What follows belongs to an exercise in optimizing a design on an open flow for small area, a short achievable clock period and few clock cycles per item; a production flow would make more cautious choices. Where RTL was checked, it was by simulation tests only, not by an equivalence proof against the original.

==> module kw_unwrap, before the edit <==
module kw_unwrap (
    input  wire         clk,
    input  wire         rst,       
    input  wire         start,     
    input  wire [127:0] kek,       
    input  wire [191:0] wrapped,   
    output wire         busy,
    output wire         done,      
    output wire         ok,        
    output wire [127:0] key        
);
    localparam [63:0] KW_IV = 64'hA6A6A6A6A6A6A6A6;
    reg         busy_r;
    reg         done_r;
    reg         kexp;     
    reg         first;    
    reg         step12;   
    reg [3:0]   rnd;      
    reg [3:0]   t;        
    reg [127:0] st;       
    reg [63:0]  ro;       
    reg [127:0] rk;       
    reg [127:0] kl;       
    wire accept = start && !busy_r;
    genvar gb, gc, gr;
    wire last   = !kexp && (rnd == 4'd0);
    assign busy = busy_r;
    assign done = done_r;
    assign ok   = (st[127:64] == KW_IV);
    assign key  = {st[63:0], ro};
    wire [31:0]  w0 = rk[127:96];
    wire [31:0]  w1 = rk[95:64];
    wire [31:0]  w2 = rk[63:32];
    wire [31:0]  w3 = rk[31:0];
    wire [31:0]  v3 = w3 ^ w2;    
    wire [31:0]  v2 = w2 ^ w1;
    wire [31:0]  v1 = w1 ^ w0;
    wire [31:0]  rot = {v3[23:0], v3[31:24]};
    wire [31:0]  sw_out;
    generate
        for (gb = 0; gb < 4; gb = gb + 1) begin : g_sbox
            aes_sbox u_sbox (.a(rot[8*gb +: 8]), .y(sw_out[8*gb +: 8]));
        end
    endgenerate
    wire [9:0]   rd = {rnd == 4'd9, rnd == 4'd8, rnd == 4'd7, rnd == 4'd6, rnd == 4'd5,
                       rnd == 4'd4, rnd == 4'd3, rnd == 4'd2, rnd == 4'd1, rnd == 4'd0};
    wire [7:0]   rcon = {rd[7], rd[6], rd[5] | rd[9], rd[4] | rd[8] | rd[9],
                         rd[3] | rd[8], rd[2] | rd[9], rd[1] | rd[8] | rd[9], rd[0] | rd[8]};
    wire [31:0]  rc  = {rcon, 24'h000000};
    wire         fin = kexp && (rnd == 4'd9);    
    wire [31:0]  e0  = w0 ^ rc;
    wire [31:0]  n0;                              
    wire [127:0] key_step;                        
    wire [31:0]  e1  = v1 ^ (rc & {32{kexp}});
    wire [31:0]  e2  = v2 ^ (e0 & {32{kexp}});
    wire [31:0]  e3  = v3 ^ ((v2 ^ e0) & {32{fin}});
    generate
        for (gb = 0; gb < 32; gb = gb + 1) begin : g_kstep
            sx2 u_n0 (.a(e0[gb]), .b(sw_out[gb]), .y(n0[gb]));
            skx u_n1 (.a(e1[gb]), .g(kexp), .s(sw_out[gb]), .y(key_step[64 + gb]));
            skx u_n2 (.a(e2[gb]), .g(kexp), .s(sw_out[gb]), .y(key_step[32 + gb]));
            skx u_n3 (.a(e3[gb]), .g(fin),  .s(sw_out[gb]), .y(key_step[gb]));
        end
    endgenerate
    assign key_step[127:96] = n0;
    wire [127:0] key_prev = {n0, v1, v2, v3};
    wire [127:0] blk = (step12 ? {kl[127:64] ^ 64'd12, kl[63:0]}
                               : {st[127:64] ^ {60'd0, t}, ro}) ^ rk;
    wire [127:0] imc;
    generate
        for (gc = 0; gc < 4; gc = gc + 1) begin : g_imc
            aes_inv_mixcol u_imc (.c(st[32*gc +: 32]), .y(imc[32*gc +: 32]));
        end
    endgenerate
    wire [127:0] x = first ? blk : imc;
    wire [127:0] isr;
    generate
        for (gc = 0; gc < 4; gc = gc + 1) begin : g_col
            for (gr = 0; gr < 4; gr = gr + 1) begin : g_row
                assign isr[127 - 8*(gr + 4*((gc + gr) % 4)) -: 8] =
                       x[127 - 8*(gr + 4*gc) -: 8];
            end
        end
    endgenerate
    wire [127:0] isb;
    generate
        for (gb = 0; gb < 16; gb = gb + 1) begin : g_isbox
            aes_inv_sbox u_isbox (.a(isr[8*gb +: 8]), .y(isb[8*gb +: 8]));
        end
    endgenerate
    wire [127:0] ark = isb ^ key_prev;
    always @(posedge clk) begin
        if (rst) begin
            busy_r <= 1'b0;
            done_r <= 1'b0;
            kexp   <= 1'b0;
            first  <= 1'b0;
            step12 <= 1'b0;
        end else begin
            done_r <= 1'b0;
            if (accept) begin
                busy_r <= 1'b1;
                kexp   <= 1'b1;
                first  <= 1'b0;
                step12 <= 1'b1;
                rnd    <= 4'd0;
                t      <= 4'd12;
            end else if (busy_r) begin
                if (kexp) begin
                    if (rnd == 4'd9) begin
                        kexp  <= 1'b0;
                        first <= 1'b1;
                    end else begin
                        rnd <= rnd + 4'd1;
                    end
                end else begin
                    first <= (rnd == 4'd0) && (t != 4'd1);
                    if (rnd == 4'd0) begin
                        rnd    <= 4'd9;
                        t      <= t - 4'd1;
                        step12 <= 1'b0;
                        if (t == 4'd1) begin
                            busy_r <= 1'b0;
                            done_r <= 1'b1;
                        end
                    end else begin
                        rnd <= rnd - 4'd1;
                    end
                end
            end
        end
    end
    always @(posedge clk) begin
        if (accept)
            rk <= {kek[127:32], kek[63:32] ^ kek[31:0]};
        else if (last)
            rk <= kl;
        else
            rk <= key_step;
    end
    always @(posedge clk) begin
        if (accept)
            kl <= {wrapped[191:128], wrapped[63:0]};
        else if (first && step12)
            kl <= rk;
    end
    always @(posedge clk) begin
        st <= ark;
        if (accept)
            ro <= wrapped[127:64];
        else if (first && !step12)
            ro <= st[63:0];
    end
endmodule
==> flow/config.mk <==
export PLATFORM = sky130hd
export DESIGN_NAME = kw_unwrap
export DESIGN_NICKNAME = kw_unwrap
export VERILOG_FILES = /design/flow/design.v
export SDC_FILE = /design/flow/constraint.sdc
export NUM_CORES = 8
export LEC_CHECK = 0
export CAP_MARGIN = 20
export CORE_MARGIN = 2
export CORE_UTILIZATION = 26
export SETUP_SLACK_MARGIN = 1.5
export SLEW_MARGIN = 20
export SYNTH_HIERARCHICAL = 1
==> flow/constraint.sdc <==
create_clock -name core_clock -period 8.0 [get_ports {clk}]
set_input_delay 1.6000 -clock core_clock [delete_from_list [all_inputs] [get_ports {clk}]]
set_output_delay 1.6000 -clock core_clock [all_outputs]
set_load 0.01 [all_outputs]
standard.sh (not shown) runs the stock make flow with config.mk's settings and CLKGATE_MAP_FILE= SYNTH_SCRIPT=/design/flow/synth_recipe.tcl, a recipe that flattens the netlist after the stock synthesis.
==> flow/flow/run.sh <==
#!/bin/bash
# The standard layout (the standard.sh: ORFS synthesis to finish), with
# these changes in how it is made:
#  - the port buffers that global placement inserts on every input and
#    output are the smallest buffer (buf_1) instead of clkdlybuf4s50_1;
#  - clock tree synthesis inserts no dummy loads;
#  - after floorplanning, the flip-flops of the round state (st) get a
#    stronger drive (same cell type, dfxtp_1 -> dfxtp_4): they drive the
#    InvMixColumns network at the start of the critical loop.
# ORFS writes each step's full log under orfs/logs/; make's output goes to
# flow_*.log and the resizing step's to upsize.log, all in this folder.
set -euo pipefail
export BUFFER_PORTS_ARGS="-buffer_cell sky130_fd_sc_hd__buf_1"
export CTS_ARGS="-sink_clustering_enable -repair_clock_nets -dont_use_dummy_load"
bash standard.sh floorplan > flow_floorplan.log 2>&1
odb=orfs/results/$FLOW_PLATFORM/kw_unwrap/base/2_floorplan.odb
ODB=$odb openroad -no_init -exit flow/upsize.tcl > upsize.log 2>&1
bash standard.sh finish > flow_finish.log 2>&1
==> flow/flow/upsize.tcl <==
# Give the state flip-flops st[*] the 4x drive version of their cell.
read_db $::env(ODB)
set db [ord::get_db]
set block [[$db getChip] getBlock]
set n 0
foreach inst [$block getInsts] {
  set name [$inst getName]
  set m [[$inst getMaster] getName]
  if {[string first "st\\\[" $name] == 0 && $m eq "sky130_fd_sc_hd__dfxtp_1"} {
    $inst swapMaster [$db findMaster sky130_fd_sc_hd__dfxtp_4]
    incr n
  }
}
puts "resized $n flip-flops"
write_db $::env(ODB)
Change:
--- a/flow/design.v
+++ b/flow/design.v
@@ -554,21 +554,10 @@
     wire [7:0]   rcon = {rd[7], rd[6], rd[5] | rd[9], rd[4] | rd[8] | rd[9],
                          rd[3] | rd[8], rd[2] | rd[9], rd[1] | rd[8] | rd[9], rd[0] | rd[8]};
-    wire [31:0]  rc  = {rcon, 24'h000000};
+    wire [31:0]  temp = sw_out ^ {rcon, 24'h000000};
+    wire [31:0]  n0 = w0 ^ temp;
     wire         fin = kexp && (rnd == 4'd9);    
-    wire [31:0]  e0  = w0 ^ rc;
-    wire [31:0]  n0;                              
-    wire [127:0] key_step;                        
-    wire [31:0]  e1  = v1 ^ (rc & {32{kexp}});
-    wire [31:0]  e2  = v2 ^ (e0 & {32{kexp}});
-    wire [31:0]  e3  = v3 ^ ((v2 ^ e0) & {32{fin}});
-    generate
-        for (gb = 0; gb < 32; gb = gb + 1) begin : g_kstep
-            sx2 u_n0 (.a(e0[gb]), .b(sw_out[gb]), .y(n0[gb]));
-            skx u_n1 (.a(e1[gb]), .g(kexp), .s(sw_out[gb]), .y(key_step[64 + gb]));
-            skx u_n2 (.a(e2[gb]), .g(kexp), .s(sw_out[gb]), .y(key_step[32 + gb]));
-            skx u_n3 (.a(e3[gb]), .g(fin),  .s(sw_out[gb]), .y(key_step[gb]));
-        end
-    endgenerate
-    assign key_step[127:96] = n0;
+    wire [31:0]  n2 = v2 ^ n0;
+    wire [127:0] key_step = {n0, v1 ^ (temp & {32{kexp}}), v2 ^ (n0 & {32{kexp}}),
+                             v3 ^ (n2 & {32{fin}})};
     wire [127:0] key_prev = {n0, v1, v2, v3};
     wire [127:0] blk = (step12 ? {kl[127:64] ^ 64'd12, kl[63:0]}
The changed run finished with timing, DRC and antenna clean.
Critical path depth stays the same.
Design area shrinks by 1.0%.
Setup slack degrades by 0.013 ns.
Clock-buffer cell count shrinks by 3.
Die area falls by 2.6%.
Via count is higher by 0.98%.
Routed wire length went down by 0.70%.
Global-route usage goes up by 0.37 points.
Worst hold slack degrades by 0.015 ns.
First-iteration DRC count goes up by 1.2%.
Testbench counts after the change, summed over its fixed seeds: cycles 67,072, items 512.
No functional check of the RTL was part of the first run of this note.

[what the ideal ports hide]
In the flow no input, the clock included, has a driving cell. The finished layouts below were timed again as built, in two steps. Step 1 assumes that a clkbuf_16 drives the clock port and a buf_2 every other input. Step 2, shift: input delay + t, output delay - t, t = (earliest + latest rising clock arrival at the registers) / 2. This alone moves slack from input paths to output paths. Three values: ideal ports, drivers, drivers and shift; two values: the first two.
run | t (ns) | setup slack, ns | cell pins on the clock port's net
the first run | 0.764 | 1.704 / 1.704 / 1.704 | 1
the second run | 0.727 | 1.690 / 1.690 / 1.690 | 1
After both steps setup and hold are still met in every run listed.
